Context: an optimization exercise on an open-source flow, tuned for small area, a short achievable clock period and few clock cycles per item. The choices shown serve that exercise and are no tape-out recipe. Only simulation tests tie the RTL to the original design; equivalence was not proved.

==> flow/design.v <==
module rs_line_decoder (
    input  wire         clk,
    input  wire         rst,
    input  wire         in_valid,
    output wire         in_ready,
    input  wire [639:0] in_line,
    input  wire [36:0]  in_addr,
    output wire         out_valid,
    output wire [575:0] out_words,
    output wire         out_poison,
    output wire [2:0]   out_nerr
);
    function automatic [7:0] xt(input [7:0] a);
        xt = {a[6:0], 1'b0} ^ (a[7] ? 8'h1d : 8'h00);
    endfunction
    function automatic [7:0] gf_mul(input [7:0] a, input [7:0] b);
        integer i;
        reg [7:0] p;
        reg [7:0] aa;
        begin
            p  = 8'h00;
            aa = a;
            for (i = 0; i < 8; i = i + 1) begin
                if (b[i]) p = p ^ aa;
                aa = xt(aa);
            end
            gf_mul = p;
        end
    endfunction
    function automatic [7:0] apow(input integer e);
        integer i, ee;
        reg [7:0] p;
        begin
            ee = e % 255;
            if (ee < 0) ee = ee + 255;
            p = 8'h01;
            for (i = 0; i < 255; i = i + 1)
                if (i < ee) p = xt(p);
            apow = p;
        end
    endfunction
    function automatic [7:0] gf_inv(input [7:0] a);
        begin
            case (a)
      8'h00: gf_inv = 8'h00;
      8'h01: gf_inv = 8'h01;
      8'h02: gf_inv = 8'h8e;
      8'h03: gf_inv = 8'hf4;
      8'h04: gf_inv = 8'h47;
      8'h05: gf_inv = 8'ha7;
      8'h06: gf_inv = 8'h7a;
      8'h07: gf_inv = 8'hba;
      8'h08: gf_inv = 8'had;
      8'h09: gf_inv = 8'h9d;
      8'h0a: gf_inv = 8'hdd;
      8'h0b: gf_inv = 8'h98;
      8'h0c: gf_inv = 8'h3d;
      8'h0d: gf_inv = 8'haa;
      8'h0e: gf_inv = 8'h5d;
      8'h0f: gf_inv = 8'h96;
      8'h10: gf_inv = 8'hd8;
      8'h11: gf_inv = 8'h72;
      8'h12: gf_inv = 8'hc0;
      8'h13: gf_inv = 8'h58;
      8'h14: gf_inv = 8'he0;
      8'h15: gf_inv = 8'h3e;
      8'h16: gf_inv = 8'h4c;
      8'h17: gf_inv = 8'h66;
      8'h18: gf_inv = 8'h90;
      8'h19: gf_inv = 8'hde;
      8'h1a: gf_inv = 8'h55;
      8'h1b: gf_inv = 8'h80;
      8'h1c: gf_inv = 8'ha0;
      8'h1d: gf_inv = 8'h83;
      8'h1e: gf_inv = 8'h4b;
      8'h1f: gf_inv = 8'h2a;
      8'h20: gf_inv = 8'h6c;
      8'h21: gf_inv = 8'hed;
      8'h22: gf_inv = 8'h39;
      8'h23: gf_inv = 8'h51;
      8'h24: gf_inv = 8'h60;
      8'h25: gf_inv = 8'h56;
      8'h26: gf_inv = 8'h2c;
      8'h27: gf_inv = 8'h8a;
      8'h28: gf_inv = 8'h70;
      8'h29: gf_inv = 8'hd0;
      8'h2a: gf_inv = 8'h1f;
      8'h2b: gf_inv = 8'h4a;
      8'h2c: gf_inv = 8'h26;
      8'h2d: gf_inv = 8'h8b;
      8'h2e: gf_inv = 8'h33;
      8'h2f: gf_inv = 8'h6e;
      8'h30: gf_inv = 8'h48;
      8'h31: gf_inv = 8'h89;
      8'h32: gf_inv = 8'h6f;
      8'h33: gf_inv = 8'h2e;
      8'h34: gf_inv = 8'ha4;
      8'h35: gf_inv = 8'hc3;
      8'h36: gf_inv = 8'h40;
      8'h37: gf_inv = 8'h5e;
      8'h38: gf_inv = 8'h50;
      8'h39: gf_inv = 8'h22;
      8'h3a: gf_inv = 8'hcf;
      8'h3b: gf_inv = 8'ha9;
      8'h3c: gf_inv = 8'hab;
      8'h3d: gf_inv = 8'h0c;
      8'h3e: gf_inv = 8'h15;
      8'h3f: gf_inv = 8'he1;
      8'h40: gf_inv = 8'h36;
      8'h41: gf_inv = 8'h5f;
      8'h42: gf_inv = 8'hf8;
      8'h43: gf_inv = 8'hd5;
      8'h44: gf_inv = 8'h92;
      8'h45: gf_inv = 8'h4e;
      8'h46: gf_inv = 8'ha6;
      8'h47: gf_inv = 8'h04;
      8'h48: gf_inv = 8'h30;
      8'h49: gf_inv = 8'h88;
      8'h4a: gf_inv = 8'h2b;
      8'h4b: gf_inv = 8'h1e;
      8'h4c: gf_inv = 8'h16;
      8'h4d: gf_inv = 8'h67;
      8'h4e: gf_inv = 8'h45;
      8'h4f: gf_inv = 8'h93;
      8'h50: gf_inv = 8'h38;
      8'h51: gf_inv = 8'h23;
      8'h52: gf_inv = 8'h68;
      8'h53: gf_inv = 8'h8c;
      8'h54: gf_inv = 8'h81;
      8'h55: gf_inv = 8'h1a;
      8'h56: gf_inv = 8'h25;
      8'h57: gf_inv = 8'h61;
      8'h58: gf_inv = 8'h13;
      8'h59: gf_inv = 8'hc1;
      8'h5a: gf_inv = 8'hcb;
      8'h5b: gf_inv = 8'h63;
      8'h5c: gf_inv = 8'h97;
      8'h5d: gf_inv = 8'h0e;
      8'h5e: gf_inv = 8'h37;
      8'h5f: gf_inv = 8'h41;
      8'h60: gf_inv = 8'h24;
      8'h61: gf_inv = 8'h57;
      8'h62: gf_inv = 8'hca;
      8'h63: gf_inv = 8'h5b;
      8'h64: gf_inv = 8'hb9;
      8'h65: gf_inv = 8'hc4;
      8'h66: gf_inv = 8'h17;
      8'h67: gf_inv = 8'h4d;
      8'h68: gf_inv = 8'h52;
      8'h69: gf_inv = 8'h8d;
      8'h6a: gf_inv = 8'hef;
      8'h6b: gf_inv = 8'hb3;
      8'h6c: gf_inv = 8'h20;
      8'h6d: gf_inv = 8'hec;
      8'h6e: gf_inv = 8'h2f;
      8'h6f: gf_inv = 8'h32;
      8'h70: gf_inv = 8'h28;
      8'h71: gf_inv = 8'hd1;
      8'h72: gf_inv = 8'h11;
      8'h73: gf_inv = 8'hd9;
      8'h74: gf_inv = 8'he9;
      8'h75: gf_inv = 8'hfb;
      8'h76: gf_inv = 8'hda;
      8'h77: gf_inv = 8'h79;
      8'h78: gf_inv = 8'hdb;
      8'h79: gf_inv = 8'h77;
      8'h7a: gf_inv = 8'h06;
      8'h7b: gf_inv = 8'hbb;
      8'h7c: gf_inv = 8'h84;
      8'h7d: gf_inv = 8'hcd;
      8'h7e: gf_inv = 8'hfe;
      8'h7f: gf_inv = 8'hfc;
      8'h80: gf_inv = 8'h1b;
      8'h81: gf_inv = 8'h54;
      8'h82: gf_inv = 8'ha1;
      8'h83: gf_inv = 8'h1d;
      8'h84: gf_inv = 8'h7c;
      8'h85: gf_inv = 8'hcc;
      8'h86: gf_inv = 8'he4;
      8'h87: gf_inv = 8'hb0;
      8'h88: gf_inv = 8'h49;
      8'h89: gf_inv = 8'h31;
      8'h8a: gf_inv = 8'h27;
      8'h8b: gf_inv = 8'h2d;
      8'h8c: gf_inv = 8'h53;
      8'h8d: gf_inv = 8'h69;
      8'h8e: gf_inv = 8'h02;
      8'h8f: gf_inv = 8'hf5;
      8'h90: gf_inv = 8'h18;
      8'h91: gf_inv = 8'hdf;
      8'h92: gf_inv = 8'h44;
      8'h93: gf_inv = 8'h4f;
      8'h94: gf_inv = 8'h9b;
      8'h95: gf_inv = 8'hbc;
      8'h96: gf_inv = 8'h0f;
      8'h97: gf_inv = 8'h5c;
      8'h98: gf_inv = 8'h0b;
      8'h99: gf_inv = 8'hdc;
      8'h9a: gf_inv = 8'hbd;
      8'h9b: gf_inv = 8'h94;
      8'h9c: gf_inv = 8'hac;
      8'h9d: gf_inv = 8'h09;
      8'h9e: gf_inv = 8'hc7;
      8'h9f: gf_inv = 8'ha2;
      8'ha0: gf_inv = 8'h1c;
      8'ha1: gf_inv = 8'h82;
      8'ha2: gf_inv = 8'h9f;
      8'ha3: gf_inv = 8'hc6;
      8'ha4: gf_inv = 8'h34;
      8'ha5: gf_inv = 8'hc2;
      8'ha6: gf_inv = 8'h46;
      8'ha7: gf_inv = 8'h05;
      8'ha8: gf_inv = 8'hce;
      8'ha9: gf_inv = 8'h3b;
      8'haa: gf_inv = 8'h0d;
      8'hab: gf_inv = 8'h3c;
      8'hac: gf_inv = 8'h9c;
      8'had: gf_inv = 8'h08;
      8'hae: gf_inv = 8'hbe;
      8'haf: gf_inv = 8'hb7;
      8'hb0: gf_inv = 8'h87;
      8'hb1: gf_inv = 8'he5;
      8'hb2: gf_inv = 8'hee;
      8'hb3: gf_inv = 8'h6b;
      8'hb4: gf_inv = 8'heb;
      8'hb5: gf_inv = 8'hf2;
      8'hb6: gf_inv = 8'hbf;
      8'hb7: gf_inv = 8'haf;
      8'hb8: gf_inv = 8'hc5;
      8'hb9: gf_inv = 8'h64;
      8'hba: gf_inv = 8'h07;
      8'hbb: gf_inv = 8'h7b;
      8'hbc: gf_inv = 8'h95;
      8'hbd: gf_inv = 8'h9a;
      8'hbe: gf_inv = 8'hae;
      8'hbf: gf_inv = 8'hb6;
      8'hc0: gf_inv = 8'h12;
      8'hc1: gf_inv = 8'h59;
      8'hc2: gf_inv = 8'ha5;
      8'hc3: gf_inv = 8'h35;
      8'hc4: gf_inv = 8'h65;
      8'hc5: gf_inv = 8'hb8;
      8'hc6: gf_inv = 8'ha3;
      8'hc7: gf_inv = 8'h9e;
      8'hc8: gf_inv = 8'hd2;
      8'hc9: gf_inv = 8'hf7;
      8'hca: gf_inv = 8'h62;
      8'hcb: gf_inv = 8'h5a;
      8'hcc: gf_inv = 8'h85;
      8'hcd: gf_inv = 8'h7d;
      8'hce: gf_inv = 8'ha8;
      8'hcf: gf_inv = 8'h3a;
      8'hd0: gf_inv = 8'h29;
      8'hd1: gf_inv = 8'h71;
      8'hd2: gf_inv = 8'hc8;
      8'hd3: gf_inv = 8'hf6;
      8'hd4: gf_inv = 8'hf9;
      8'hd5: gf_inv = 8'h43;
      8'hd6: gf_inv = 8'hd7;
      8'hd7: gf_inv = 8'hd6;
      8'hd8: gf_inv = 8'h10;
      8'hd9: gf_inv = 8'h73;
      8'hda: gf_inv = 8'h76;
      8'hdb: gf_inv = 8'h78;
      8'hdc: gf_inv = 8'h99;
      8'hdd: gf_inv = 8'h0a;
      8'hde: gf_inv = 8'h19;
      8'hdf: gf_inv = 8'h91;
      8'he0: gf_inv = 8'h14;
      8'he1: gf_inv = 8'h3f;
      8'he2: gf_inv = 8'he6;
      8'he3: gf_inv = 8'hf0;
      8'he4: gf_inv = 8'h86;
      8'he5: gf_inv = 8'hb1;
      8'he6: gf_inv = 8'he2;
      8'he7: gf_inv = 8'hf1;
      8'he8: gf_inv = 8'hfa;
      8'he9: gf_inv = 8'h74;
      8'hea: gf_inv = 8'hf3;
      8'heb: gf_inv = 8'hb4;
      8'hec: gf_inv = 8'h6d;
      8'hed: gf_inv = 8'h21;
      8'hee: gf_inv = 8'hb2;
      8'hef: gf_inv = 8'h6a;
      8'hf0: gf_inv = 8'he3;
      8'hf1: gf_inv = 8'he7;
      8'hf2: gf_inv = 8'hb5;
      8'hf3: gf_inv = 8'hea;
      8'hf4: gf_inv = 8'h03;
      8'hf5: gf_inv = 8'h8f;
      8'hf6: gf_inv = 8'hd3;
      8'hf7: gf_inv = 8'hc9;
      8'hf8: gf_inv = 8'h42;
      8'hf9: gf_inv = 8'hd4;
      8'hfa: gf_inv = 8'he8;
      8'hfb: gf_inv = 8'h75;
      8'hfc: gf_inv = 8'h7f;
      8'hfd: gf_inv = 8'hff;
      8'hfe: gf_inv = 8'h7e;
      default: gf_inv = 8'hfd;
            endcase
        end
    endfunction
    function automatic integer bytepos(input integer p);
        integer m;
        begin
            if (p >= 8) begin
                m = 79 - p;
                bytepos = 80 * (m / 9) + 8 * (m % 9);
            end else begin
                bytepos = 80 * (7 - p) + 72;
            end
        end
    endfunction
    genvar gi, gj, gt;
    integer i, j;
    localparam integer K   = 16;         
    localparam integer NCH = 80 / K;     
    localparam [3:0] C_LAST = NCH - 1;
    localparam [3:0] C_DONE = NCH;
    reg  [3:0]  rd_cnt;          
    reg  [8*K-1:0] mreg;         
    reg         m_v, m_first, m_last;
    reg  [7:0]  S [0:7];
    reg         s_full;          
    wire [8*K-1:0] chunk;
    generate
        for (gi = 0; gi < K; gi = gi + 1) begin : g_rd
            wire [7:0] cand [0:15];
            for (gt = 0; gt < 16; gt = gt + 1) begin : g_c
                if (gt < NCH) begin : g_v
                    localparam integer BP = bytepos(79 - K * gt - gi);
                    assign cand[gt] = in_line[BP +: 8];
                end else begin : g_z
                    assign cand[gt] = 8'h00;
                end
            end
            assign chunk[8*gi +: 8] = cand[rd_cnt];
        end
    endgenerate
    wire [7:0] S_nx [0:7];
    generate
        for (gj = 0; gj < 8; gj = gj + 1) begin : g_syn
            localparam [7:0] CS = apow(K * gj);
            wire [7:0] t [0:K];
            assign t[0] = m_first ? 8'h00 : gf_mul(S[gj], CS);
            for (gi = 0; gi < K; gi = gi + 1) begin : g_l
                localparam [7:0] CL = apow(gj * (K - 1 - gi));
                assign t[gi+1] = t[gi] ^ gf_mul(mreg[8*gi +: 8], CL);
            end
            assign S_nx[gj] = t[K];
        end
    endgenerate
    wire ring_free;
    wire accept;
    wire kill;
    wire bm_idle;
    wire bm_take_d;              
    wire bm_take_s;              
    wire bm_take = bm_take_d | bm_take_s;
    wire fin_horner = m_v && m_last;
    wire rd_en0 = (!s_full || bm_take_s) && !(fin_horner && !bm_idle);
    wire rd_en  = in_valid && (rd_cnt < C_DONE) && ((rd_cnt != 4'd0) || rd_en0);
    assign kill      = !in_valid && (rd_cnt != 4'd0);
    assign in_ready  = ((rd_cnt == C_LAST) || (rd_cnt == C_DONE)) && ring_free;
    assign accept    = in_valid && in_ready;
    assign bm_take_d = fin_horner && bm_idle;
    assign bm_take_s = s_full && bm_idle;
    always @(posedge clk) begin
        if (rst) begin
            rd_cnt <= 4'd0;
            m_v    <= 1'b0;
            s_full <= 1'b0;
        end else begin
            if (kill) begin
                rd_cnt <= 4'd0;
                m_v    <= 1'b0;
                if (rd_cnt == C_DONE) s_full <= 1'b0;
            end else begin
                if (accept)
                    rd_cnt <= 4'd0;
                else if (rd_en)
                    rd_cnt <= rd_cnt + 4'd1;
                m_v <= rd_en;
                if (fin_horner && !bm_take_d)
                    s_full <= 1'b1;
                else if (bm_take_s)
                    s_full <= 1'b0;
            end
        end
        mreg    <= chunk;
        m_first <= (rd_cnt == 4'd0);
        m_last  <= (rd_cnt == C_LAST);
        if (m_v)
            for (j = 0; j < 8; j = j + 1) S[j] <= S_nx[j];
    end
    localparam [1:0] B_IDLE = 2'd0, B_IT = 2'd1, B_OM = 2'd2, B_DONE = 2'd3;
    reg  [1:0] bst;
    reg  [2:0] bstep;
    reg        bom2;             
    reg        bm_pre;           
    reg  [7:0] SR  [0:7];        
    reg  [7:0] H   [0:3];        
    reg  [7:0] lam [0:4];
    reg  [7:0] bp  [0:4];
    reg  [7:0] gam;
    reg  [3:0] blen;
    reg  [7:0] omg [0:3];
    wire       c_take;
    wire [7:0] dprod [0:4];
    assign dprod[0] = gf_mul(lam[0], SR[0]);
    generate
        for (gi = 1; gi < 5; gi = gi + 1) begin : g_dp
            assign dprod[gi] = gf_mul(lam[gi], H[gi-1]);
        end
    endgenerate
    wire [7:0] delta = dprod[0] ^ dprod[1] ^ dprod[2] ^ dprod[3] ^ dprod[4];
    reg  [7:0] gop [0:4];
    always @(*) begin
        for (i = 0; i < 5; i = i + 1) gop[i] = gam;
        if (bst == B_OM) begin
            if (!bom2) begin
                gop[0] = SR[7]; gop[1] = SR[6]; gop[2] = SR[5]; gop[3] = 8'h00; gop[4] = 8'h00;
            end else begin
                gop[0] = SR[7]; gop[1] = 8'h00; gop[2] = 8'h00; gop[3] = 8'h00; gop[4] = 8'h00;
            end
        end
    end
    wire [7:0] gprod [0:4];
    wire [7:0] lam_nx [0:4];
    generate
        for (gi = 0; gi < 5; gi = gi + 1) begin : g_gp
            assign gprod[gi] = gf_mul(gop[gi], lam[gi]);
            if (gi == 0) begin : g_l0
                assign lam_nx[gi] = gprod[gi];
            end else begin : g_ln
                assign lam_nx[gi] = gprod[gi] ^ gf_mul(delta, bp[gi-1]);
            end
        end
    endgenerate
    wire [7:0] gsum = gprod[0] ^ gprod[1] ^ gprod[2];
    wire s_zero_src;
    wire [7:0] Ssrc [0:7];
    generate
        for (gj = 0; gj < 8; gj = gj + 1) begin : g_ss
            assign Ssrc[gj] = bm_take_d ? S_nx[gj] : S[gj];
        end
    endgenerate
    reg  syn_zero;               
    wire src_zero = ((Ssrc[0] | Ssrc[1] | Ssrc[2] | Ssrc[3] | Ssrc[4] | Ssrc[5] | Ssrc[6] | Ssrc[7]) == 8'h00);
    wire s0_nz = (Ssrc[0] != 8'h00);
    reg  bhand;                  
    wire bm_has  = ((bst == B_OM) && !bhand) || ((bst == B_IT) && syn_zero) || (bst == B_DONE);
    assign bm_idle = (bst == B_IDLE) ||
                     ((bst == B_OM) && bom2 && (bhand || c_take)) ||
                     (((bst == B_DONE) || ((bst == B_IT) && syn_zero)) && c_take);
    always @(posedge clk) begin
        if (rst) begin
            bst <= B_IDLE;
        end else if (kill && ((bm_pre && (bst != B_IDLE)) || (bm_take && (rd_cnt == C_DONE)))) begin
            bst <= B_IDLE;
        end else begin
            case (bst)
                B_IDLE, B_DONE: begin
                    if (bm_take) begin
                        bst <= B_IT;
                    end else if (bst == B_DONE && c_take) begin
                        bst <= B_IDLE;
                    end
                end
                B_IT: begin
                    if (syn_zero)
                        bst <= bm_take ? B_IT : (c_take ? B_IDLE : B_DONE);
                    else if (bstep == 3'd7)
                        bst <= B_OM;
                end
                B_OM: begin
                    if (bom2) bst <= bm_take ? B_IT : ((bhand || c_take) ? B_IDLE : B_DONE);
                end
                default: bst <= B_IDLE;
            endcase
        end
        if (accept) bm_pre <= 1'b0;
        if (bm_take) begin
            bm_pre <= (rd_cnt == C_DONE) && !accept;
            for (j = 0; j < 8; j = j + 1) SR[j] <= Ssrc[(j + 1) % 8];
            H[0] <= Ssrc[0];
            for (j = 1; j < 4; j = j + 1) H[j] <= 8'h00;
            lam[0] <= 8'h01;
            lam[1] <= Ssrc[0];
            for (j = 2; j < 5; j = j + 1) lam[j] <= 8'h00;
            bp[0] <= s0_nz ? 8'h01 : 8'h00;
            bp[1] <= s0_nz ? 8'h00 : 8'h01;
            for (j = 2; j < 5; j = j + 1) bp[j] <= 8'h00;
            gam   <= s0_nz ? Ssrc[0] : 8'h01;
            blen  <= {3'd0, s0_nz};
            bstep <= 3'd1;
            bom2  <= 1'b0;
            syn_zero <= src_zero;
        end else if (bst == B_IT) begin
            for (j = 0; j < 5; j = j + 1) lam[j] <= lam_nx[j];
            if (delta != 8'h00 && {blen, 1'b0} <= {2'b00, bstep}) begin
                for (j = 0; j < 5; j = j + 1) bp[j] <= lam[j];
                gam  <= delta;
                blen <= {1'b0, bstep} + 4'd1 - blen;
            end else begin
                bp[0] <= 8'h00;
                for (j = 1; j < 5; j = j + 1) bp[j] <= bp[j-1];
            end
            bstep <= bstep + 3'd1;
            if (bstep == 3'd7) begin
                for (j = 0; j < 8; j = j + 1) SR[j] <= SR[(j + 4) % 8];
                H[0] <= SR[3]; H[1] <= SR[2]; H[2] <= SR[1]; H[3] <= 8'h00;
            end else begin
                for (j = 0; j < 8; j = j + 1) SR[j] <= SR[(j + 1) % 8];
                H[0] <= SR[0]; H[1] <= H[0]; H[2] <= H[1]; H[3] <= H[2];
            end
        end else if (bst == B_OM) begin
            if (!bom2) begin
                for (j = 0; j < 8; j = j + 1) SR[j] <= SR[(j + 6) % 8];
                H[0] <= SR[5]; H[1] <= 8'h00; H[2] <= 8'h00; H[3] <= 8'h00;
                bom2 <= 1'b1;
            end else begin
                bom2 <= 1'b0;
            end
        end
        if (bst == B_OM) begin
            if (!bom2) begin
                omg[3] <= delta;
                omg[2] <= gsum;
            end else begin
                omg[1] <= delta;
                omg[0] <= gsum;
            end
        end
        if (bm_take)
            bhand <= 1'b0;
        else if ((bst == B_OM) && !bom2 && c_take)
            bhand <= 1'b1;
    end
    reg        c_busy, c_run;
    reg  [3:0] cw;               
    reg  [8:0] cex;              
    reg  [2:0] ccnt;             
    reg  [3:0] clen;
    reg  [7:0] R [0:4];
    reg  [7:0] W [0:3];
    assign c_take = bm_has && (!c_busy || out_valid) && !(kill && bm_pre);
    reg  wpend, adv_d;
    wire [7:0] om_h [0:3];
    assign om_h[0] = ((bst == B_OM) && bom2) ? gsum  : omg[0];
    assign om_h[1] = ((bst == B_OM) && bom2) ? delta : omg[1];
    assign om_h[2] = omg[2];
    assign om_h[3] = omg[3];
    always @(posedge clk) begin
        if (rst) wpend <= 1'b0;
        else     wpend <= c_take;
        adv_d <= advance;
    end
    wire [8:0] lroot;
    wire [7:0] l_odd [0:8];
    wire [7:0] l_om  [0:8];
    generate
        for (gi = 0; gi < 9; gi = gi + 1) begin : g_ch
            localparam [7:0] A1 = apow(gi);
            localparam [7:0] A2 = apow(2 * gi);
            localparam [7:0] A3 = apow(3 * gi);
            localparam [7:0] A4 = apow(4 * gi);
            wire [7:0] lt1 = gf_mul(R[1], A1);
            wire [7:0] lt2 = gf_mul(R[2], A2);
            wire [7:0] lt3 = gf_mul(R[3], A3);
            wire [7:0] lt4 = gf_mul(R[4], A4);
            wire [7:0] lv  = R[0] ^ lt1 ^ lt2 ^ lt3 ^ lt4;
            assign l_odd[gi] = lt1 ^ lt3;
            assign l_om[gi]  = W[0] ^ gf_mul(W[1], A1) ^ gf_mul(W[2], A2) ^ gf_mul(W[3], A3);
            if (gi == 8) begin : g_last
                assign lroot[gi] = (lv == 8'h00) && !cw8 && !cex[gi];
            end else begin : g_n
                assign lroot[gi] = (lv == 8'h00) && !cex[gi];
            end
        end
    endgenerate
    reg  [3:0] pick;
    reg  [8:0] pick_oh;
    reg  [8:0] below;            
    always @(*) begin
        below[0] = 1'b0;
        for (i = 1; i < 9; i = i + 1) below[i] = below[i-1] | lroot[i-1];
        pick_oh = lroot & ~below;
        pick = 4'd0;
        for (i = 0; i < 9; i = i + 1)
            if (pick_oh[i]) pick = pick | i[3:0];
    end
    wire any_root = |lroot;
    reg  [7:0] pk_odd, pk_om;
    reg  [8:0] x_poh;            
    always @(*) begin
        pk_odd = 8'h00;
        pk_om  = 8'h00;
        for (i = 0; i < 9; i = i + 1) begin
            if (pick_oh[i]) pk_odd = pk_odd | l_odd[i];
            if (x_poh[i])   pk_om  = pk_om | l_om[i];
        end
    end
    wire more_roots = |(lroot & below);
    reg  last_cnt;               
    wire last_root  = any_root && last_cnt;
    wire advance    = !(any_root && more_roots);
    reg  cw8;                    
    wire c_end      = c_run && (last_root || (advance && cw8));
    reg        x_v;
    reg  [3:0] x_w, x_b;
    reg  [7:0] x_odd;
    reg        f_v;
    reg  [3:0] f_w, f_b;
    reg  [7:0] f_inv, f_om;
    reg  [3:0] e_w [0:3];
    reg  [3:0] e_b [0:3];
    reg  [7:0] e_v [0:3];
    reg  [3:0] e_ok;             
    reg  [1:0] e_n;
    reg        cpoi;             
    always @(posedge clk) begin
        if (rst) begin
            c_busy <= 1'b0;
            c_run  <= 1'b0;
            x_v    <= 1'b0;
            f_v    <= 1'b0;
            e_ok   <= 4'd0;
        end else begin
            if (c_take) begin
                c_busy   <= 1'b1;
                clen     <= blen;
                ccnt     <= 3'd0;
                last_cnt <= (blen == 4'd1);
                cw       <= 4'd0;
                cw8      <= 1'b0;
                cex      <= 9'd0;
                c_run    <= (blen != 4'd0) && (blen <= 4'd4);
                cpoi     <= (blen > 4'd4);
                x_v      <= 1'b0;
                f_v      <= 1'b0;
                e_ok     <= 4'd0;
                e_n      <= 2'd0;
            end else begin
                if (out_valid) c_busy <= 1'b0;
                if (c_run) begin
                    if (c_end) begin
                        c_run <= 1'b0;
                        cpoi  <= !last_root;
                    end
                    if (any_root) begin
                        ccnt     <= ccnt + 3'd1;
                        last_cnt <= ({1'b0, ccnt} + 4'd2 == clen);
                    end
                    if (advance) begin
                        cw  <= cw + 4'd1;
                        cw8 <= (cw == 4'd7);
                        cex <= 9'd0;
                    end else begin
                        cex <= cex | pick_oh;
                    end
                end
                x_v <= c_run && any_root;
                f_v <= x_v;
                if (f_v) begin
                    e_ok[e_n] <= 1'b1;
                    e_n <= e_n + 2'd1;
                end
            end
        end
        x_w   <= cw;
        x_b   <= pick;
        x_odd <= pk_odd;
        x_poh <= pick_oh;
        f_w   <= x_w;
        f_b   <= x_b;
        f_inv <= gf_inv(x_odd);
        f_om  <= pk_om;
        if (f_v) begin
            e_w[e_n] <= f_w;
            e_b[e_n] <= f_b;
            e_v[e_n] <= f_val;
        end
    end
    wire [7:0] f_val = gf_mul(f_om, f_inv);      
    wire c_stop = c_busy && !c_run;
    wire cfin   = c_stop && !(x_v && !x_w[3]) && !(f_v && !f_w[3]);
    always @(posedge clk) begin
        if (c_take) R[0] <= lam[0];
        if (wpend) W[0] <= om_h[0];
    end
    generate
        for (gi = 1; gi < 5; gi = gi + 1) begin : g_rr
            localparam [7:0] CI = apow(-79 * gi);    
            localparam [7:0] CU = apow(9 * gi);      
            always @(posedge clk) begin
                if (c_take) R[gi] <= gf_mul(lam[gi], CI);
                else if (advance) R[gi] <= gf_mul(R[gi], CU);
            end
            if (gi < 4) begin : g_w
                always @(posedge clk) begin
                    if (wpend) W[gi] <= gf_mul(om_h[gi], CI);
                    else if (adv_d) W[gi] <= gf_mul(W[gi], CU);
                end
            end
        end
    endgenerate
    localparam [2:0] PH0 = 3'd4;     
    reg  [71:0] RW [0:7];
    reg  [2:0]  ph;                  
    reg         r_busy;
    reg  [7:0]  wdone;
    reg         pmode;
    reg  [36:0] r_addr;
    reg  [3:0]  em;
    reg  [8:0]  e_boh [0:3];
    reg  [71:0] corr;
    reg  [7:0]  need;
    always @(*) begin
        corr = 72'd0;
        need = 8'd0;
        for (i = 0; i < 4; i = i + 1) begin
            if (e_ok[i] && e_w[i] < 4'd8) need[e_w[i][2:0]] = 1'b1;
            for (j = 0; j < 9; j = j + 1)
                if (em[i] && e_boh[i][j])
                    corr[8*j +: 8] = corr[8*j +: 8] | e_v[i];
        end
        for (j = 0; j < 9; j = j + 1)
            if (f_v && (f_w == {1'b0, ph}) && (f_b == j))
                corr[8*j +: 8] = corr[8*j +: 8] | f_val;
    end
    wire [2:0]  ph_nx    = accept ? PH0 : ph + 3'd1;
    always @(posedge clk) begin
        for (i = 0; i < 4; i = i + 1) begin
            if (c_take)
                em[i] <= 1'b0;
            else if (f_v && e_n == i)
                em[i] <= (f_w == {1'b0, ph_nx});
            else
                em[i] <= e_ok[i] && (e_w[i] == {1'b0, ph_nx});
            if (f_v && e_n == i)
                for (j = 0; j < 9; j = j + 1) e_boh[i][j] <= (f_b == j);
        end
    end
    wire        resolved = (c_stop || ({1'b0, ph} < cw)) &&
                           !(x_v && x_w == {1'b0, ph});
    wire        apply    = r_busy && c_busy && !pmode && !wdone[ph] && resolved;
    wire [71:0] pw       = {8'hff, 20'h00000, 4'h0, r_addr, ph};
    wire [71:0] head_new = pmode ? pw : (apply ? (RW[0] ^ corr) : RW[0]);
    wire ready7 = r_busy && c_busy && cfin && (ph == 3'd7) &&
                  (cpoi ? (pmode && (&(wdone | 8'h80)))
                        : (&(wdone | {apply, 7'd0} | ~need)));
    reg  ov_r, op_r;
    reg  [2:0] on_r;
    always @(posedge clk) begin
        if (rst) ov_r <= 1'b0;
        else     ov_r <= ready7;
        op_r <= cpoi;
        on_r <= cpoi ? 3'd0 : clen[2:0];
    end
    assign out_valid = ov_r;
    assign ring_free = !r_busy || out_valid;
    always @(posedge clk) begin
        if (rst) begin
            r_busy <= 1'b0;
        end else if (accept) begin
            r_busy <= 1'b1;
        end else if (out_valid) begin
            r_busy <= 1'b0;
        end
        if (accept) begin
            for (j = 0; j < 8; j = j + 1)
                RW[j] <= in_line[80 * ((j + PH0) % 8) +: 72];
            wdone  <= 8'd0;
            pmode  <= 1'b0;
            r_addr <= in_addr;
        end else begin
            for (j = 0; j < 7; j = j + 1) RW[j] <= RW[j+1];
            RW[7] <= head_new;
            if (r_busy && c_busy && cfin && cpoi && !pmode) begin
                pmode <= 1'b1;
                wdone <= 8'd0;
            end else if (pmode || apply) begin
                wdone[ph] <= 1'b1;
            end
        end
        ph <= ph_nx;
    end
    assign out_words  = {RW[7], RW[6], RW[5], RW[4], RW[3], RW[2], RW[1], RW[0]};
    assign out_poison = op_r;
    assign out_nerr   = on_r;
endmodule
==> flow/run.sh <==
#!/bin/bash
# synth_recipe.tcl (not shown) runs the flow's synth.tcl, then flattens the netlist and writes it again
# the make line also repeats each setting of config.mk as NAME=value (left out here)
make -C /OpenROAD-flow-scripts/flow DESIGN_CONFIG=/design/flow/config.mk WORK_HOME=/design/flow/orfs CLKGATE_MAP_FILE= SYNTH_SCRIPT=/design/flow/synth_recipe.tcl finish
==> flow/config.mk <==
export PLATFORM = sky130hd
export DESIGN_NAME = rs_line_decoder
export DESIGN_NICKNAME = rs_line_decoder
export VERILOG_FILES = /design/flow/design.v
export SDC_FILE = /design/flow/constraint.sdc
export NUM_CORES = 4
export LEC_CHECK = 0
export CAP_MARGIN = 70
export CORE_MARGIN = 2
export CORE_UTILIZATION = 28
export GPL_ROUTABILITY_DRIVEN = 1
export GPL_TIMING_DRIVEN = 1
export PLACE_DENSITY = 0.38
export SETUP_SLACK_MARGIN = 3
export SLEW_MARGIN = 70
==> flow/constraint.sdc <==
create_clock -name core_clock -period 9.0 [get_ports {clk}]
set_input_delay 1.8000 -clock core_clock [delete_from_list [all_inputs] [get_ports {clk}]]
set_output_delay 1.8000 -clock core_clock [all_outputs]
set_load 0.01 [all_outputs]
==> metrics.cfg, run 1 <==
[run_status]
status = no timing/DRC/antenna violations

[clock_network]
cts_tree = done
cts_hold_buf = 0
cts_max_path_buffers = 4
root_buffer = clkbuf_16
numClockSinks = 1288
h-tree-depth = 4
clock_latency_ns = 1.00
clk_pin_slew_ns = 0.07
cts_inserted_buffers = 169

[sta]
finalClockSkew_ns = 0.127
maxSlewViolCount = 0
timing.final.crit_share = 0.660
fmax_ghz = 0.168
max_slew_margin = 0.505
setup_viol = 0
hold_viol = 0
rsz0062_at_grt = no
worst_slew_pin_slew_ns = 0.742
fin_tns_setup_ns = 0
fin_crit_ns = 5.94

[synth]
syn_avg_cell_area_sq_um = 8.36
syn_inst = 12000
ys.flop_type = dfxtp_1
synth.yosys.seq_area_share = 0.299
syn_area_sq_um = 100000
synthArstFlopShare = 0
synth-edff-count = 413
yosysWarnings = 12
synth_nets = 12700
ys_types = 84
synth_seq_cells = 1288

[worst_setup_path]
critPathRequiredTime_ns = 9.64
startpoint_type = flip-flop
cpLargestDelayFamily = XOR/XNOR gates
crit_type = flip-flop to flip-flop
cp.buffers_inverters = 3
worst_path_largest_cell_delay_ns = 0.61
end_kind = flip-flop
crit_arrival_ns = 6.58
worstPathCellList = buf_4, xnor2_2, xor2_4, nand2_1, xnor3_1, xnor3_1, xnor3_1, xnor2_2, buf_8, xor3_4, buf_16, xor3_2, xor2_2, nand2_1, xor2_1, xnor2_1, a21oi_1
cp_max_fo = 22
cp_common_cell = xnor3_1
crit_slowest_cell = xor3_4

[global_route]
grt_remaining_overflow = 0
grt_pass1_vias = 98700
grt_max_degree = 73
grt_usage = 0.480
grt_pass1_wl_um = 1120000
antenna_found_initial = 275

[routing]
met2_length_um = 387000
wl_met1_um = 299000
vias = 105000
vias_per_cell = 5.57
top_layer_used = met5
drt_pass1_iterations = 7
wl_per_cell_um = 47.0
drt_iter0_drc = 15100
routed_wirelength_um = 888000
wl_met3_um = 87300
drtAntennaViolNets = 0
drcViolationCount = 0

[placed_design]
gp_congestion = 1.14
port_buffers = 1261
dp_hpwl_um = 732000

[finish]
final_core_utilization = 0.401
final_nets = 14300
drive_above_1_share = 0.234
fillers = 35700
area_growth_pct = 42.4

[job]
drv_cap = 0

[floorplanning]
start_util = 0.281
die_w_um = 602
die_y_um = 602
rows = 219
ioPinCount = 1262
core-area_sq_um = 356000
design.die.area_sq_um = 363000

[min_path]
hold_path.class = flip-flop to flip-flop

cell type report:
cell class	instances	area (sq um)	area share
clock inverters	72	865	0.00606
multi-input cells	9694	77600	0.544
clock buffers	239	4850	0.0340
flip-flops and latches	1288	30700	0.215
well taps	4751	5940	0.0417
diodes	421	1050	0.00738
repair buffers	2348	21300	0.150
inverters	89	378	0.00265
final timing paths:
kind	start	to	slack (ns)	depth (start not counted)
setup / recovery	lam[1][7]$_DFFE_PP_	lam[1][4]$_DFFE_PP_	3.06	17
hold / removal	x_b[2]$_SDFF_PP1_	f_b[2]$_DFF_P_	0.33	0
setup reg to reg	lam[1][7]$_DFFE_PP_	lam[1][4]$_DFFE_PP_	3.06	17
hold reg to reg	x_b[2]$_SDFF_PP1_	f_b[2]$_DFF_P_	0.33	0
synth_stat cells, types with 14 or more instances:
cell type | instances | area, sq um
a22oi_1 | 451 | 3390
nand3_1 | 42 | 210
xnor3_1 | 100 | 2250
o211ai_1 | 86 | 646
mux2_2 | 22 | 248
xor2_1 | 888 | 7780
clkbuf_1 | 708 | 2660
ha_1 | 60 | 751
nor2b_1 | 61 | 382
and3_1 | 16 | 100
a21oi_1 | 330 | 1650
buf_1 | 142 | 533
nand2b_1 | 39 | 244
nor3_1 | 65 | 325
nand2_1 | 2732 | 10300
xor3_1 | 28 | 666
a31oi_1 | 223 | 1400
a211oi_1 | 49 | 368
inv_1 | 83 | 312
nor2_1 | 595 | 2230
nand4_1 | 30 | 188
buf_2 | 62 | 310
dfxtp_1 | 875 | 17500
mux2i_1 | 197 | 1970
mux4_2 | 14 | 315
a22o_1 | 26 | 228
xnor2_1 | 3060 | 26800
a21o_1 | 30 | 225
o21ai_0 | 254 | 1270
o22ai_1 | 24 | 150
edfxtp_1 | 413 | 12400
and2_1 | 58 | 363
nor4_1 | 22 | 138
cell families after synthesis:
group / Yosys count / synth area share
AOI/OAI and AO/OA: 1574 / 0.102
muxes: 233 / 0.0253
DFF: 1288 / 0.299
buffers and inverters: 1005 / 0.0386
xor gates and xnor gates: 4097 / 0.379
adders and majority gates: 62 / 0.00779
and+or+nand+nor: 3728 / 0.149
state kept, by name, summed over array words and instances (netlist names), 36 cells and up:
name and cells:
lam 40, RW 576, mreg 128, R 40
SR 56, r_addr 37, e_boh 36, S 64
layer usage:
layer  vias to the layer above  GRT usage
li1                      42700          -
met1                     52300      0.494
met2                      7442      0.714
met3                      2648      0.185
met4                       122      0.526
met5                         -    0.00211
per-stage QoR:
stage          setup slack (ns)  instance area (sq um)  hold slack, ns  instances
5_1_grt                    2.99                 142000           0.333      18700
6_report                   3.06                 143000           0.326      18900
3_3_place_gp               1.71                 119000           0.317      17500
4_1_cts                    3.03                 139000           0.328      18400
2_1_floorplan              3.39                 100000           0.310      12000
3_5_place_dp               2.82                 134000           0.312      18100
layout by cell type (no fill, tap or decap), types with 300 or more instances in the layout:
cell type | netlist | routed
a22oi_1 | 451 | 416
buf_2 | 62 | 400
xnor2_1 | 3060 | 2289
a21oi_1 | 330 | 300
xnor2_2 | 4 | 722
nand2_1 | 2732 | 2651
clkdlybuf4s50_1 | 0 | 1188
edfxtp_1 | 413 | 413
buf_4 | 3 | 547
nor2_1 | 595 | 549
xor2_1 | 888 | 688
diode_2 | 0 | 421
dfxtp_1 | 875 | 490
timing repair:
| action | 4_1_cts | 5_1_grt |
|---|---|---|
| endpoints found under the hold margin | 0 | 0 |
| endpoints found under the setup margin | 0 | 1 |
| buffers inserted | 0 | 3 |
| resized for setup | 0 | 2 |
Testbench counts, summed over its fixed seeds: cycles 22,984, lines 1,920.
==> inputs of run 2 (changes only) <==
--- a/flow/design.v
+++ b/flow/design.v
@@ -450,4 +450,5 @@
     wire src_zero = ((Ssrc[0] | Ssrc[1] | Ssrc[2] | Ssrc[3] | Ssrc[4] | Ssrc[5] | Ssrc[6] | Ssrc[7]) == 8'h00);
     wire s0_nz = (Ssrc[0] != 8'h00);
+    wire s1_nz = (Ssrc[1] != 8'h00);
     reg  bhand;                  
     wire bm_has  = ((bst == B_OM) && !bhand) || ((bst == B_IT) && syn_zero) || (bst == B_DONE);
@@ -484,16 +485,22 @@
         if (bm_take) begin
             bm_pre <= (rd_cnt == C_DONE) && !accept;
-            for (j = 0; j < 8; j = j + 1) SR[j] <= Ssrc[(j + 1) % 8];
-            H[0] <= Ssrc[0];
-            for (j = 1; j < 4; j = j + 1) H[j] <= 8'h00;
-            lam[0] <= 8'h01;
-            lam[1] <= Ssrc[0];
-            for (j = 2; j < 5; j = j + 1) lam[j] <= 8'h00;
-            bp[0] <= s0_nz ? 8'h01 : 8'h00;
-            bp[1] <= s0_nz ? 8'h00 : 8'h01;
-            for (j = 2; j < 5; j = j + 1) bp[j] <= 8'h00;
-            gam   <= s0_nz ? Ssrc[0] : 8'h01;
-            blen  <= {3'd0, s0_nz};
-            bstep <= 3'd1;
+            for (j = 0; j < 8; j = j + 1) SR[j] <= Ssrc[(j + 2) % 8];
+            H[0] <= Ssrc[1];
+            H[1] <= Ssrc[0];
+            H[2] <= 8'h00;
+            H[3] <= 8'h00;
+            lam[0] <= s0_nz ? Ssrc[0] : 8'h01;
+            lam[1] <= s0_nz ? Ssrc[1] : 8'h00;
+            lam[2] <= s0_nz ? 8'h00 : Ssrc[1];
+            lam[3] <= 8'h00;
+            lam[4] <= 8'h00;
+            bp[0] <= (!s0_nz && s1_nz) ? 8'h01 : 8'h00;
+            bp[1] <= s0_nz ? 8'h01 : 8'h00;
+            bp[2] <= (!s0_nz && !s1_nz) ? 8'h01 : 8'h00;
+            bp[3] <= 8'h00;
+            bp[4] <= 8'h00;
+            gam   <= s0_nz ? Ssrc[0] : (s1_nz ? Ssrc[1] : 8'h01);
+            blen  <= s0_nz ? 4'd1 : (s1_nz ? 4'd2 : 4'd0);
+            bstep <= 3'd2;
             bom2  <= 1'b0;
             syn_zero <= src_zero;
==> flow/config.mk (replaced) <==
export PLATFORM = sky130hd
export DESIGN_NAME = rs_line_decoder
export DESIGN_NICKNAME = rs_line_decoder
export VERILOG_FILES = /design/flow/design.v
export SDC_FILE = /design/flow/constraint.sdc
export NUM_CORES = 4
export LEC_CHECK = 0
export CAP_MARGIN = 60
export CORE_MARGIN = 2
export CORE_UTILIZATION = 30
export GPL_TIMING_DRIVEN = 1
export PLACE_DENSITY = 0.4
export SETUP_SLACK_MARGIN = 3
export SLEW_MARGIN = 60
==> run 2 against run 1 <==
Compared with the run above:
- first-iteration DRC count is 26% higher
- design area is 5.9% lower
- highest routed layer unchanged
- worst hold slack better by 0.031 ns
- cell count is 4.9% lower
- still clean
- sequential share of layout area is 1.4 points higher
- non-clock buffer count is 435 lower
==> metrics.cfg, run 2 <==
[clock_network]
post-cts-setup-buffers = 0  ; unchanged
numClockSinks = 1288  ; unchanged
clock_latency_ns = 1.02  ; +0.02 ns
h-tree-depth = 4  ; unchanged
cts_hold_buf = 0  ; unchanged
cts_max_path_buffers = 4  ; unchanged
root_buffer = clkbuf_16
cts_tree = done
cts_resized = 0  ; unchanged
cts_inserted_buffers = 167  ; -1.2%
clk_pin_slew_ns = 0.06  ; about the same

[synth]
syn_inst = 12000  ; -0.017%
synth_top_area_frac = 0.273  ; +0.00520
syn_area_sq_um = 99800  ; -0.34%
synth_xor_xnor_area_share = 0.378  ; about the same
yosysMostFrequentCell = xnor2_1
synth_nets = 12700  ; -0.016%
synthArstFlopShare = 0  ; unchanged
synthTopCellsByArea = xnor2_1 (27%), dfxtp_1 (17%), edfxtp_1 (13%), nand2_1 (10%), xor2_1 (8.3%)
synth-edff-count = 448  ; +8.5%
synth_simple_gate_area_frac = 0.150  ; +0.000944
yosysWarnings = 12  ; unchanged
syn_avg_cell_area_sq_um = 8.33  ; -0.32%
synthTopCellsByCount = xnor2_1 (3109), nand2_1 (2767), xor2_1 (943), dfxtp_1 (840), clkbuf_1 (692)
synthMuxAreaShare = 0.0213  ; -0.00400
synth_top_family_by_area = XOR/XNOR gates
ys.flop_type = dfxtp_1
synth.yosys.seq_area_share = 0.303  ; +0.00452
synth_top_cell_by_area = xnor2_1
synth_compound_area_frac = 0.100  ; -0.00181
synthAdderAreaFrac = 0.00792  ; +0.000127
synth_seq_cells = 1288  ; unchanged
ys_types = 85  ; +1.2%

[placed_design]
dpl.cell_count = 17300  ; -4.6%
placed_cell_area_sq_um = 125000  ; -6.7%
port_buffers = 1261  ; unchanged
gp_congestion = 1.17  ; +2.6%
dp_hpwl_um = 733000  ; +0.13%

[routing]
drt_iter0_drc = 19000  ; +26%
vias = 110000  ; +4.5%
routed_wirelength_um = 927000  ; +4.5%
wl_per_cell_um = 51.6  ; +9.8%
met2_length_um = 377000  ; -2.6%
vias_per_cell = 6.11  ; +9.8%
wl_met3_um = 135000  ; +54%
drtAntennaViolNets = 0  ; unchanged
wl_met1_um = 299000  ; +0.11%
top_layer_used = met5
drt_pass1_iterations = 9  ; +2
drcViolationCount = 0  ; unchanged

[finish]
final_common_cell = nand2_1
final_cells = 18000  ; -4.9%
largest_reg_flops = 576  ; unchanged
finish.instance_area_sq_um = 134000  ; -5.9%
drive_above_1_share = 0.168  ; -0.0663
top_regs = RW x576, mreg x128, S x64
fillers = 33300  ; -6.8%
area_growth_pct = 34.5
final_cell_mix = nand2_1 (2710), xnor2_1 (2616), clkdlybuf4s50_1 (1179)
largest-register = RW
final_nets = 13900  ; -3.0%

[min_path]
holdPathEnd = f_b[2]$_DFF_P_
min-delay-start = x_b[2]$_SDFF_PP1_
hold_path_depth = 0  ; unchanged
hold_path.class = flip-flop to flip-flop

[sta]
timing.final.crit_share = 0.659  ; -0.00167
finalClockSkew_ns = 0.101  ; -0.0261 ns
rsz0062_at_grt = no
fmax_ghz = 0.169  ; +0.25%
max_slew_margin = 0.245  ; -0.260
worst_slew_pin_slew_ns = 1.13  ; +0.390 ns
setup_viol = 0  ; unchanged
fin_tns_setup_ns = 0  ; unchanged
fin_crit_ns = 5.93  ; -0.0150 ns
hold_viol = 0  ; unchanged
maxSlewViolCount = 0  ; unchanged

[global_route]
grt_pass1_vias = 98900  ; +0.18%
antenna_found_initial = 375  ; +36%
grt_max_degree = 94  ; +29%
grt_usage = 0.544  ; +0.0643
grt_pass1_wl_um = 1170000  ; +4.8%
grt_remaining_overflow = 0  ; unchanged

[floorplanning]
rows = 211  ; -3.7%
design.die.area_sq_um = 337000  ; -6.9%
core-area_sq_um = 331000  ; -7.1%
start_util = 0.302  ; +0.0204
die_w_um = 581  ; -3.5%
die_y_um = 581  ; -3.5%
ioPinCount = 1262  ; unchanged

[worst_setup_path]
end_kind = flip-flop
crit_arrival_ns = 6.59  ; about the same
cp_max_fo = 21  ; -4.5%
crit_type = flip-flop to flip-flop
startpoint = lam[4][6]$_SDFFE_PN0P_
cp_common_cell = xnor2_1
critPathRequiredTime_ns = 9.66  ; +0.02 ns
crit_slowest_cell = xor3_2
ff2ff_path_depth = 16  ; -1
rrSetupSlack_ns = 3.07  ; +0.02 ns
reg2reg_to = lam[1][6]$_DFFE_PP_
rr_startpoint = lam[4][6]$_SDFFE_PN0P_
worstPathCellList = buf_4, xor3_2, nand2_2, xor2_1, xor3_1, xnor3_1, xnor3_1, xor3_2, xnor3_2, xor2_4, buf_6, nand2_1, xnor2_1, xnor2_1, xnor2_1, o22ai_1
worst_path_largest_cell_delay_ns = 0.74  ; +0.13 ns
startpoint_type = flip-flop

[run_status]
status = no timing/DRC/antenna violations

[job]
drv_cap = 0  ; unchanged

==> run 2: how the worst max path moves through the flow <==
stage,endpoint,cells past startpoint
floorplan,H[0][0]$_DFFE_PP_,8
global placement,lam[1][6]$_DFFE_PP_,10
detailed placement,syn_zero$_DFFE_PN_,12
CTS,bp[2][0]$_DFFE_PP_,15
global route,lam[1][6]$_DFFE_PP_,16
finish,lam[1][6]$_DFFE_PP_,16
==> run 2: area by class of cell <==
type                       count  area [sq um]  area share
clock buffer                 234          4850      0.0361
multi-input combinational   9678         73200       0.545
sequential                  1288         30800       0.229
inverter                     110           430     0.00321
tap                         4366          5460      0.0407
clock inverter                73           898     0.00669
antenna                      319           798     0.00594
timing repair buffer        1913         17800       0.133
==> run 2: cells by family after synthesis <==
| kind of cell | after synthesis |
|---|---|
| AO/OA/AOI/OAI | 1529 |
| XOR/XNOR | 4154 |
| adder cells (fa/ha/maj) | 63 |
| buffers and inverters | 1019 |
| flip-flops | 1288 |
| multiplexers | 194 |
| AND/OR/NAND/NOR | 3738 |
==> run 2: critical path: cells and delay by family (launching register included) <==
kind,cells,cell delay (ns)
DFF,1,0.31
and+or+nand+nor,2,0.21
buffers and inverters,2,0.58
xor gates and xnor gates,11,4.31
AOI/OAI and AO/OA,1,0.18
==> run 2: layer usage <==
layer  track usage  vias to the layer above
met3         0.352                     3565
li1              -                    41700
met2         0.748                    10100
met5        0.0354                        -
met1         0.536                    54500
met4         0.550                      121
==> run 2: stage by stage <==
stage                     hold slack (ns)  setup WS [ns]   util
after floorplan                     0.310           3.85      -
after global placement              0.320           2.10  0.356
after detailed placement            0.316           2.92  0.377
after CTS                           0.347           3.11  0.394
after global routing                0.354           3.00  0.404
final                               0.357           3.07  0.406
Testbench counts of run 2, summed over its fixed seeds: cycles 22,584, lines 1,920.
==> inputs of run 3 (changes only) <==
--- a/flow/config.mk
+++ b/flow/config.mk
@@ -11,4 +11,4 @@
 export GPL_TIMING_DRIVEN = 1
 export PLACE_DENSITY = 0.4
-export SETUP_SLACK_MARGIN = 3
+export SETUP_SLACK_MARGIN = 4.5
 export SLEW_MARGIN = 60
==> run 3 against run 2 <==
Compared with the run above:
- still clean
- sequential share of layout area decreased by 1.2 points
- via count grew 1.3%
- fmax rose by 21%
- core utilization is 2.3 points higher
- sequential cell count unchanged
- critical path type unchanged
- largest cell class unchanged
==> metrics.cfg, run 3 <==
[run_status]
status = no timing/DRC/antenna violations

[finish]
multiInputGateArea_sq_um = 76700  ; +4.8%
final_core_utilization = 0.429  ; +0.0230
top_regs = RW x576, mreg x128, S x64
regArea_sq_um = 30800  ; +0.14%
final_common_cell = nand2_1
final_cell_mix = nand2_1 (2661), xnor2_1 (2454), clkdlybuf4s50_1 (1184)
largest-register = RW
drive_above_1_share = 0.215  ; +0.0471
final_nets = 14200  ; +2.3%
fillers = 32600  ; -2.2%
largest_reg_flops = 576  ; unchanged
area_growth_pct = 42.1

[synth]
synth_top_cell_by_area = xnor2_1
syn_area_sq_um = 99800  ; unchanged
synthTopCellsByArea = xnor2_1 (27%), dfxtp_1 (17%), edfxtp_1 (13%), nand2_1 (10%), xor2_1 (8.3%)
synth_seq_cells = 1288  ; unchanged
synth_nets = 12700  ; unchanged
synthArstFlopShare = 0  ; unchanged
ys_types = 85  ; unchanged
syn_inst = 12000  ; unchanged
synth_top_area_frac = 0.273  ; unchanged
synthTopCellsByCount = xnor2_1 (3109), nand2_1 (2767), xor2_1 (943), dfxtp_1 (840), clkbuf_1 (692)
synth-edff-count = 448  ; unchanged
syn_avg_cell_area_sq_um = 8.33  ; unchanged
yosysWarnings = 12  ; unchanged
yosysMostFrequentCell = xnor2_1
ys.flop_type = dfxtp_1
synth.yosys.seq_area_share = 0.303  ; unchanged

[routing]
drt_pass1_iterations = 20  ; +11
drt_iter0_drc = 18400  ; -3.0%
drcViolationCount = 0  ; unchanged
drtAntennaViolNets = 0  ; unchanged
wl_per_cell_um = 50.9  ; -1.2%
vias_per_cell = 6.06  ; -0.84%
routed_wirelength_um = 936000  ; +0.92%
vias = 111000  ; +1.3%

[worst_setup_path]
crit_type = flip-flop to flip-flop
startpoint = lam[1][6]$_DFFE_PP_
crit_end = lam[2][2]$_DFFE_PP_
ff2ff_path_depth = 17  ; +1
end_kind = flip-flop
rr_startpoint = lam[1][6]$_DFFE_PP_
reg2reg_to = lam[2][2]$_DFFE_PP_
critPathRequiredTime_ns = 9.61  ; -0.05 ns
startpoint_type = flip-flop
rrSetupSlack_ns = 4.10  ; +1.03 ns
cp_max_fo = 8  ; -62%
crit_arrival_ns = 5.51  ; -1.08 ns

[placed_design]
port_buffers = 1261  ; unchanged
dp_hpwl_um = 743000  ; +1.4%
gp_congestion = 1.16  ; -0.74%
dp_slack_ns = 2.87  ; -0.0448 ns

[clock_network]
clk_pin_slew_ns = 0.06  ; about the same
cts_tree = done
cts_inserted_buffers = 169  ; +1.2%
numClockSinks = 1288  ; unchanged
root_buffer = clkbuf_16
cts_max_path_buffers = 4  ; unchanged
clock_latency_ns = 0.96  ; -0.06 ns
h-tree-depth = 4  ; unchanged

[floorplanning]
die_y_um = 581  ; unchanged
start_util = 0.302  ; unchanged
ioPinCount = 1262  ; unchanged
rows = 211  ; unchanged
design.die.area_sq_um = 337000  ; unchanged
core-area_sq_um = 331000  ; unchanged
die_w_um = 581  ; unchanged

[sta]
finalClockSkew_ns = 0.0969  ; -0.00408 ns
maxSlewViolCount = 0  ; unchanged
fin_tns_setup_ns = 0  ; unchanged
hold_viol = 0  ; unchanged
fmax_ghz = 0.204  ; +21%
worst_slack_ns = 4.10  ; +1.03 ns
max_slew_margin = 0.269  ; +0.0241
setup_viol = 0  ; unchanged
timing.final.crit_share = 0.544  ; -0.114
fin_crit_ns = 4.90  ; -1.03 ns
rsz0062_at_grt = yes
worst_slew_pin_slew_ns = 1.10  ; -0.0362 ns

[job]
drv_cap = 0  ; unchanged

[min_path]
hold_path.class = flip-flop to flip-flop

[global_route]
grt_usage = 0.549  ; +0.00485
grt_pass1_wl_um = 1180000  ; +0.61%
antenna_found_initial = 344  ; -8.3%
grt_max_degree = 112  ; +19%
grt_pass1_vias = 99700  ; +0.84%
grt_remaining_overflow = 0  ; unchanged

[run 3: cell families after synthesis]
| logic type | count (synthesis) | share of synthesized area |
|---|---|---|
| compound gates | 1529 | 0.100 |
| xor+xnor | 4154 | 0.378 |
| fa+ha+maj | 63 | 0.00792 |
| buf+inv | 1019 | 0.0392 |
| flops | 1288 | 0.303 |
| mux | 194 | 0.0213 |
| simple gates | 3738 | 0.150 |
[run 3: worst min-delay path by stage]
stage                       from              to  slack [ns]  depth (start not counted)
3_3_place_gp   x_b[2]$_SDFF_PP1_  f_b[2]$_DFF_P_        0.32                          0
3_5_place_dp   x_b[2]$_SDFF_PP1_  f_b[2]$_DFF_P_        0.31                          0
4_1_cts        x_b[3]$_SDFF_PP1_  f_b[3]$_DFF_P_        0.33                          0
6_report       x_b[3]$_SDFF_PP1_  f_b[3]$_DFF_P_        0.33                          0
5_1_grt        x_b[3]$_SDFF_PP1_  f_b[3]$_DFF_P_        0.34                          0
2_1_floorplan  x_b[0]$_SDFF_PP1_  f_b[0]$_DFF_P_        0.31                          0
[run 3: critical path, cell delays in order, from the launching register on]
cell and delay, ns:
edfxtp_1 0.48, buf_6 0.19, buf_12 0.13, xor3_2 0.41
nand2_2 0.10, xor2_1 0.17, xnor3_1 0.25, xnor3_1 0.39
xnor3_1 0.35, xor3_4 0.49, xnor3_2 0.37, buf_12 0.17
xor2_4 0.21, nand2_1 0.13, xnor2_2 0.18, xnor2_1 0.16
xnor2_2 0.30, o21ai_0 0.12
[run 3: metrics by stage]
stage | instances | hold slack [ns] | area [sq um]
floorplan | 12000 | 0.310 | 100000
global placement | 17100 | 0.321 | 118000
detailed placement | 17300 | 0.312 | 124000
CTS | 17800 | 0.333 | 136000
global route | 18200 | 0.335 | 141000
finish | 18400 | 0.328 | 142000
[run 3: area by class of cell]
type,instances,share of cell area
diodes,390,0.00688
clock buffers,234,0.0348
repair buffers,2224,0.153
multi-input cells,9682,0.541
inverters,110,0.00320
clock inverters,71,0.00548
flip-flops and latches,1288,0.217
well taps,4366,0.0385
repair inverters,1,0.000115
[run 3: routing by layer]
layer  up-vias  wire (um)  global-route usage  share of wire
met5         -       1220              0.0248         0.0013
met4       124     115000               0.552           0.12
met3      3456     133000               0.332           0.14
met2     10200     380000               0.750           0.41
met1     55100     307000               0.562           0.33
li1      42400          -                   -              -
[run 3: what timing repair did]
action | CTS | global route
resized for setup | 541 | 304
cloned | 17 | 4
setup buffers | 207 | 125
setup endpoints to repair | 320 | 199
pin swaps | 165 | 152
hold buffers | 0 | 0
==> inputs of run 4 (changes only) <==
--- a/flow/config.mk
+++ b/flow/config.mk
@@ -11,4 +11,4 @@
 export GPL_TIMING_DRIVEN = 1
 export PLACE_DENSITY = 0.4
-export SETUP_SLACK_MARGIN = 4.5
+export SETUP_SLACK_MARGIN = 4
 export SLEW_MARGIN = 60
==> run 4 against run 3 <==
Compared with the run above:
- count of clock-buffer cells in the layout decreased by 24
- wire length grew 0.44%
- fmax is 4.8% lower
- core utilization fell by 1.7 points
- sequential cell count unchanged
- synthesized cell count unchanged
- worst hold slack improved by 0.013 ns
- critical path depth is 1 lower
==> metrics.cfg, run 4 <==
[routing]
top_layer_used = met5
wl_met1_um = 304000  ; -0.81%
wl_met3_um = 132000  ; -0.58%
vias_per_cell = 6.10  ; +0.60%
routed_wirelength_um = 940000  ; +0.44%
vias = 110000  ; -1.0%
drcViolationCount = 0  ; unchanged
drtAntennaViolNets = 0  ; unchanged
drt_pass1_iterations = 8  ; -60%
drt_iter0_drc = 20400  ; +11%
met2_length_um = 385000  ; +1.3%
wl_per_cell_um = 52.0  ; +2.1%

[global_route]
antenna_found_initial = 346  ; +0.58%
grt_remaining_overflow = 0  ; unchanged
grt_pass1_wl_um = 1180000  ; -0.15%
grt_usage = 0.547  ; -0.00147
grt_max_degree = 107  ; -4.5%
grt_pass1_vias = 98800  ; -0.90%

[worst_setup_path]
startpoint_type = flip-flop
crit_type = flip-flop to flip-flop
end_kind = flip-flop
cp_max_fo = 7  ; -1
crit_arrival_ns = 5.85  ; +0.34 ns
critPathRequiredTime_ns = 9.71  ; +0.10 ns

[clock_network]
numClockSinks = 1288  ; unchanged
cts_max_path_buffers = 4  ; unchanged
h-tree-depth = 4  ; unchanged
clk_pin_slew_ns = 0.06  ; about the same
root_buffer = clkbuf_16
clock_latency_ns = 0.95  ; about the same
cts_tree = done
cts_inserted_buffers = 166  ; -1.8%

[finish]
largest_reg_flops = 576  ; unchanged
drive_above_1_share = 0.182  ; -0.0329
final_cell_mix = nand2_1 (2709), xnor2_1 (2575), clkdlybuf4s50_1 (1181)
final_common_cell = nand2_1
area_growth_pct = 36.5
top_regs = RW x576, mreg x128, S x64
final_nets = 14000  ; -1.5%
largest-register = RW

[placed_design]
port_buffers = 1261  ; unchanged
gp_congestion = 1.17  ; +0.24%
dp_hpwl_um = 742000  ; -0.23%
dp_slack_ns = 2.85  ; -0.0217 ns

[floorplanning]
die_y_um = 581  ; unchanged
start_util = 0.302  ; unchanged
ioPinCount = 1262  ; unchanged
core-area_sq_um = 331000  ; unchanged
rows = 211  ; unchanged
design.die.area_sq_um = 337000  ; unchanged
die_w_um = 581  ; unchanged

[sta]
worst_slew_pin_slew_ns = 1.02  ; -0.0767 ns
fmax_ghz = 0.194  ; -4.8%
max_slew_margin = 0.320  ; +0.0511
timing.final.crit_share = 0.571  ; +0.0272
holdWs_ns = 0.341  ; +0.0131 ns
hold_viol = 0  ; unchanged
maxSlewViolCount = 0  ; unchanged
rsz0062_at_grt = yes
fin_crit_ns = 5.14  ; +0.244 ns
worst_slack_ns = 3.86  ; -0.244 ns
finalClockSkew_ns = 0.0909  ; -0.00603 ns
fin_tns_setup_ns = 0  ; unchanged
setup_viol = 0  ; unchanged

[synth]
synth_top_area_frac = 0.273  ; unchanged
ys_types = 85  ; unchanged
synth_top_cell_by_area = xnor2_1
syn_area_sq_um = 99800  ; unchanged
synth_seq_cells = 1288  ; unchanged
synthTopCellsByCount = xnor2_1 (3109), nand2_1 (2767), xor2_1 (943), dfxtp_1 (840), clkbuf_1 (692)
yosysWarnings = 12  ; unchanged
synthTopCellsByArea = xnor2_1 (27%), dfxtp_1 (17%), edfxtp_1 (13%), nand2_1 (10%), xor2_1 (8.3%)
synthArstFlopShare = 0  ; unchanged
yosysMostFrequentCell = xnor2_1
synth_nets = 12700  ; unchanged
synth-edff-count = 448  ; unchanged
syn_inst = 12000  ; unchanged
ys.flop_type = dfxtp_1
syn_avg_cell_area_sq_um = 8.33  ; unchanged
synth.yosys.seq_area_share = 0.303  ; unchanged

[job]
drv_cap = 0  ; unchanged

[run_status]
status = no timing/DRC/antenna violations

[min_path]
hold_path.class = flip-flop to flip-flop

## run 4: stage by stage
| stage | utilization | cells | instance area [sq um] |
|---|---|---|---|
| detailed placement | 0.376 | 17300 | 124000 |
| finish | 0.412 | 18100 | 136000 |
| CTS | 0.397 | 17600 | 131000 |
| global route | 0.410 | 17900 | 136000 |
| global placement | 0.357 | 17100 | 118000 |
| floorplan | - | 12000 | 99800 |
## run 4: final timing paths
path	startpoint	to	slack, ns	depth (start not counted)
max	mreg[95]$_DFF_P_	bp[2][0]$_DFFE_PP_	3.86	16
min reg2reg	x_b[0]$_SDFF_PP1_	f_b[0]$_DFF_P_	0.34	0
max reg2reg	mreg[95]$_DFF_P_	bp[2][0]$_DFFE_PP_	3.86	16
min	x_b[0]$_SDFF_PP1_	f_b[0]$_DFF_P_	0.34	0
## run 4: layout make-up
cell class,instances,area [sq um]
Antenna cell,302,756
Clock buffer,210,4600
Clock inverter,92,1150
Fill cell,33100,195000
Inverter,110,453
Multi-Input combinational cell,9680,73900
Sequential cell,1288,30800
Tap cell,4366,5460
Timing Repair Buffer,2018,19100
Timing Repair inverter,1,8.76
## run 4: metal layers
metal  global-route usage  up-vias
met5               0.0269        -
met4                0.571      128
met3                0.326     3574
met2                0.759    10100
met1                0.546    54500
li1                     -    41900
## run 4: cells by family after synthesis
group / after synthesis / share of synthesized area
buffers and inverters: 1019 / 0.0392
adders and majority gates: 63 / 0.00792
and+or+nand+nor: 3738 / 0.150
xor gates and xnor gates: 4154 / 0.378
muxes: 194 / 0.0213
AOI/OAI and AO/OA: 1529 / 0.100
DFF: 1288 / 0.303
## run 4: worst max-delay path, stage by stage, from the launching register on
cell	delay [ns]
dfxtp_1	0.30
buf_4	0.22
xnor2_2	0.48
xor2_4	0.38
xor2_2	0.10
buf_4	0.25
xnor2_4	0.39
xor2_2	0.31
xnor2_1	0.23
xnor3_1	0.37
xnor2_1	0.38
inv_1	0.11
o41ai_1	0.24
o21ai_0	0.26
nor4_4	0.30
nand2b_1	0.30
o21ai_0	0.25
## run 4: what timing repair did
| action | in CTS | in global routing |
|---|---|---|
| hold buffers | 0 | 0 |
| endpoints found under the setup margin | 122 | 152 |
| pin swaps | 33 | 44 |
| cloned | 4 | 5 |
| gates resized for setup | 130 | 164 |
| buffers inserted | 42 | 62 |
| hold endpoints to repair | 0 | 0 |

[afterwards: timing with drivers on the ports]
The results above use ideal ports. As a check the final layouts listed here were re-extracted and re-timed, cells and wires unchanged.
Step 1 sets driving cells, clkbuf_16 on the clock port and buf_2 on the other inputs (assumed; they add their load-dependent delay and slew).
Step 2, shift: input delay + t, output delay - t, t = (earliest + latest rising clock arrival at the registers) / 2. This alone moves slack from input paths to output paths.
a / b / c = ideal ports / drivers / drivers and shift; a / b = the first two.
run	t (ns)	slack for setup (ns)	cell pins on the clock port's net
run 1	1.066	3.056 / 3.056 / 2.689	1
run 2	1.106	3.071 / 3.071 / 2.714	1
run 3	1.054	4.101 / 4.101 / 3.922	1
run 4	1.051	3.857 / 3.857 / 3.278	1
After both steps setup and hold are still met in every run listed. For run 4, which loses most, drivers alone change the setup slack by 0.000 ns; drivers and shift together by -0.579 ns.
